This design comes from an exercise in tuning for small area, a short achievable clock period and few clock cycles per item on the open sky130 flow, not from production work. Function was checked by simulation only, so behaviour that the tests miss may differ from the original.

## flow/design.v (module list and top-level ports; edited modules follow where they fit)
// module fmul64: 7549 lines
// module fmul64_fa: 4 lines
// module fmul64_ao21: 3 lines
// module fmul64_benc: 7 lines
// module fmul64_bsel: 3 lines
// module fmul64_bsel0: 3 lines
// module fmul64_inv: 3 lines
// module fmul64_ao22i: 3 lines
// module fmul64_nand2: 3 lines
// module fmul64_nor2: 3 lines
// module fmul64_and2: 3 lines
// module fmul64_xnor2: 3 lines
// module fmul64_ha: 4 lines
module fmul64 (
    input  wire        clk,
    input  wire        rst,           
    input  wire        in_valid,
    output wire        in_ready,
    input  wire [63:0] in_a,
    input  wire [63:0] in_b,
    input  wire [1:0]  in_rm,
    input  wire        in_uft,
    output wire        out_valid,
    input  wire        out_ready,
    output reg  [63:0] out_result,
    output reg  [4:0]  out_flags
);
  // ...
==> flow/flow/run.sh <==
#!/bin/bash
set -e
export BUFFER_PORTS_ARGS="-buffer_cell sky130_fd_sc_hd__buf_4"
bash standard.sh > standard.log 2>&1
==> flow/standard.sh <==
#!/bin/bash
# synth_recipe.tcl (not shown) runs the flow's synth.tcl, then flattens the netlist and writes it again
# the make line also repeats each setting of config.mk as NAME=value (left out here)
make -C /OpenROAD-flow-scripts/flow DESIGN_CONFIG=/design/flow/config.mk WORK_HOME=/design/flow/orfs CLKGATE_MAP_FILE= SYNTH_SCRIPT=/design/flow/synth_recipe.tcl "${@:-finish}"
==> flow/config.mk <==
export PLATFORM = sky130hd
export DESIGN_NAME = fmul64
export DESIGN_NICKNAME = fmul64
export VERILOG_FILES = /design/flow/design.v
export SDC_FILE = /design/flow/constraint.sdc
export NUM_CORES = 4
export LEC_CHECK = 0
export CAP_MARGIN = 20
export CORE_MARGIN = 2
export CORE_UTILIZATION = 60
export SLEW_MARGIN = 20
export SYNTH_HIERARCHICAL = 1
==> flow/constraint.sdc <==
create_clock -name core_clock -period 27.0 [get_ports {clk}]
set_input_delay 5.4000 -clock core_clock [delete_from_list [all_inputs] [get_ports {clk}]]
set_output_delay 5.4000 -clock core_clock [all_outputs]
set_load 0.01 [all_outputs]
==> impl_metrics.env, run 1 <==
export IMPL_status="finished clean"
export IMPL_vias_per_cell=7.261
export IMPL_tightest_slew_ns=1.220
export IMPL_grt_first_pass_wirelength_um=538800
export IMPL_grt_max_degree=96
export IMPL_slew_viol_final=0
export IMPL_largest_register="s1"
export IMPL_maxCapViolations=0
export IMPL_fin_skew_ns=0.04619
export IMPL_final_nets=10350
export IMPL_final_cells=10760
export IMPL_routedWlPerCell_um=34.50
export IMPL_vias=78120
export IMPL_cp_num_cells=1
export IMPL_hold_buffers=0
export IMPL_worstSetupStartpointType="flop"
export IMPL_worstHoldPathCells=0
export IMPL_nonClockBufferCount=558
export IMPL_path_max_fanout=1
export IMPL_crit_family="flip-flops"
export IMPL_avgSynthCellArea_sq_um=10.43
export IMPL_max_stage_delay_ns=0.38
export IMPL_topRoutingLayerUsed="met5"
export IMPL_seq_share=0.1755
export IMPL_fin_util=0.6442
Testbench counts, summed over its fixed seeds: cycles 1,632, items 1,600.
==> run 2, diff against run 1 <==
==> flow/flow/run.sh (replaced) <==
#!/bin/bash
set -e
export BUFFER_PORTS_ARGS="-buffer_cell sky130_fd_sc_hd__buf_2"
bash standard.sh > standard.log 2>&1
==> run 2 against run 1 <==
Effect of this change: global-route usage rose by 0.83 points; maximum frequency is 0.17% lower; critical path type unchanged; critical endpoint is now out_result[16]; largest cell class unchanged.
==> impl_metrics.env, run 2 <==
export IMPL_status="finished clean"
export IMPL_grt_antenna_before_repair=10
export IMPL_path_max_fanout=1
export IMPL_multi_input_area_sq_um=71240
export IMPL_grt_overflow=0
export IMPL_relSlewSlack=0.1567
export IMPL_ys_warn_count=7
export IMPL_wirelength_um=377400
export IMPL_rsz0062_at_grt="no"
export IMPL_cts_root_buf="clkbuf_16"
export IMPL_crit_type="reg -> out"
export IMPL_tightest_slew_ns=1.264
export IMPL_r2r_slack_ns=20.51
export IMPL_drc=0
export IMPL_layout_common_cells="1,508 x xnor2_1, 1,357 x o22ai_1, 1,308 x fa_1"
export IMPL_cts_resized_gates=0
export IMPL_hold_start="em1_1[9]"
export IMPL_vias_per_cell=7.308
export IMPL_ff_latch_area_sq_um=17390
export IMPL_worstHoldPathCells=0
export IMPL_n_fill_cell=12540
export IMPL_grt_pass1_vias=79580
export IMPL_r2r_start="b0[18]"
export IMPL_timing_rr_end="s1[58]"
export IMPL_ff2ff_path_depth=13
export IMPL_start_util=0.6036
export IMPL_drtIter0Drc=11150
export IMPL_path_cells="buf_2"
export IMPL_gp_congestion=1.040
export IMPL_grt_first_pass_wirelength_um=546000
export IMPL_drt_pass1_iterations=10
export IMPL_ant_nets=0
export IMPL_worstSkewPairLatency_ns=0.71
export IMPL_pin_count=206
export IMPL_critPathCaptureType="primary output"
export IMPL_hold_buffers=0
export IMPL_maxCapViolations=0
export IMPL_largest_reg_flops=106
export IMPL_max_freq_mhz=150.7
export IMPL_setup_viol=0
export IMPL_crit_slowest_cell="edfxtp_1"
export IMPL_routedWlPerCell_um=35.02
export IMPL_hp_class="reg -> reg"
export IMPL_setup_tns_ns=0
export IMPL_cts_clk_slew_worst_paths_ns=0.06
export IMPL_fin_crit_ns=6.637
export IMPL_post_cts_setup_buffers=0
export IMPL_hold_viol=0
export IMPL_avgSynthCellArea_sq_um=10.43
export IMPL_cp_num_buf_inv=1
export IMPL_finalCritPeriodShare=0.2458
export IMPL_cp_required_ns=21.60
export IMPL_clkSinkCount=604
export IMPL_layout_commonest_cell="xnor2_1"
export IMPL_fin_skew_ns=0.04084
export IMPL_max_stage_delay_ns=0.37
export IMPL_crit_family="flip-flops"
export IMPL_final_nets=10360
export IMPL_grt_max_degree=161
export IMPL_largest_register="s1"
export IMPL_die_height_um=397.4
export IMPL_worstHoldEndpoint="em1_2[9]"
export IMPL_grt_total_usage=0.4747
export IMPL_hpwlAfterDp_um=258100
export IMPL_final_cell_area_sq_um=98790
export IMPL_h_tree_depth=3
export IMPL_vias=78760
export IMPL_syn_to_final_growth_pct=6.368
export IMPL_port_buffers=205
export IMPL_slew_viol_final=0
export IMPL_placed_cells=10640
export IMPL_drive_above_1_share=0.1493
export IMPL_worstSetupStartpointType="flop"
export IMPL_final_cells=10780
export IMPL_synthCells=8906
export IMPL_reg_largest_list="s1: 106 flops, c1: 105 flops"
export IMPL_core_area_sq_um=153900
export IMPL_dpl_cell_area_sq_um=96280
export IMPL_cp_arrival_ns=1.24
export IMPL_syn_area_sq_um=92880
export IMPL_cts_tree="yes"
export IMPL_cts_buffer_depth=3
export IMPL_rows=144
export IMPL_cts_buffers_inserted=72
export IMPL_die_width_um=397.4
export IMPL_dieArea_sq_um=158000
-- run 2: final cells by class --
class,count,area share
antenna,8,0.0002026
clock inverter,44,0.004939
multi-input combinational,7063,0.7212
sequential,604,0.1760
tap,2044,0.02589
clock buffer,88,0.01978
timing repair buffer,564,0.03817
inverter,363,0.01383
-- run 2: worst reg2reg max path: cells and delay by family, from the launching register on --
family / cells / cell delay, ns
adders and majority gates: 7 / 3.49
DFF: 1 / 0.95
and+or+nand+nor: 1 / 0.21
xor gates and xnor gates: 1 / 0.21
muxes: 1 / 0.17
AOI/OAI and AO/OA: 3 / 1.17
-- run 2: worst max-delay path by stage --
stage | cells after the start | slack (ns) | start | endpoint
2_1_floorplan | 4 | 13.32 | en | out_result[61]
3_3_place_gp | 4 | 20.20 | out_ready | en
3_5_place_dp | 4 | 20.23 | out_ready | en
4_1_cts | 1 | 20.31 | out_result[11] | out_result[11]
5_1_grt | 1 | 20.30 | out_result[11] | out_result[11]
6_report | 1 | 20.36 | out_result[16] | out_result[16]
-- run 2: through the flow --
step | hold slack, ns | utilization | setup slack (ns)
after CTS | 0.4178 | 0.6416 | 20.31
after global routing | 0.4280 | 0.6419 | 20.30
final | 0.4161 | 0.6421 | 20.36
after global placement | 0.4021 | 0.6257 | 20.20
after detailed placement | 0.4045 | 0.6257 | 20.23
after floorplan | 0.4003 | - | 13.32
-- run 2: metal layers --
layer | vias to the layer above | part of all wire | track usage
met4 | 9 | 0.072 | 0.2618
met5 | - | 0.00074 | 0.01059
li1 | 31300 | - | -
met3 | 1875 | 0.16 | 0.2169
met2 | 6828 | 0.41 | 0.6720
met1 | 38750 | 0.36 | 0.6012

[separate check: timing with driven ports]
The flow's constraints put no driver on any port. The routed layouts listed below were extracted and timed again, unchanged, in two steps. Step 1 assumes that a clkbuf_16 drives the clock port and a buf_2 every other input. Step 2, shift: input delay + t, output delay - t, t = (earliest + latest rising clock arrival at the registers) / 2. This alone moves slack from input paths to output paths. Slacks: no drivers / after step 1 / after step 2; pairs: no drivers / after step 1.
run | t, ns | setup WS [ns] | hold WS [ns] | slew at the worst register clock pin (ns)
run 1 | 0.752 | 20.375 / 20.292 / 20.361 | 0.416 / 0.416 / 0.416 | 0.08 / 0.08
run 2 | 0.774 | 20.363 / 20.279 / 20.231 | 0.416 / 0.416 / 0.416 | 0.07 / 0.07
After both steps every run listed still meets setup and hold. The setup slack of run 2, which loses most, moves by -0.084 ns with the drivers and by -0.132 ns with both steps.
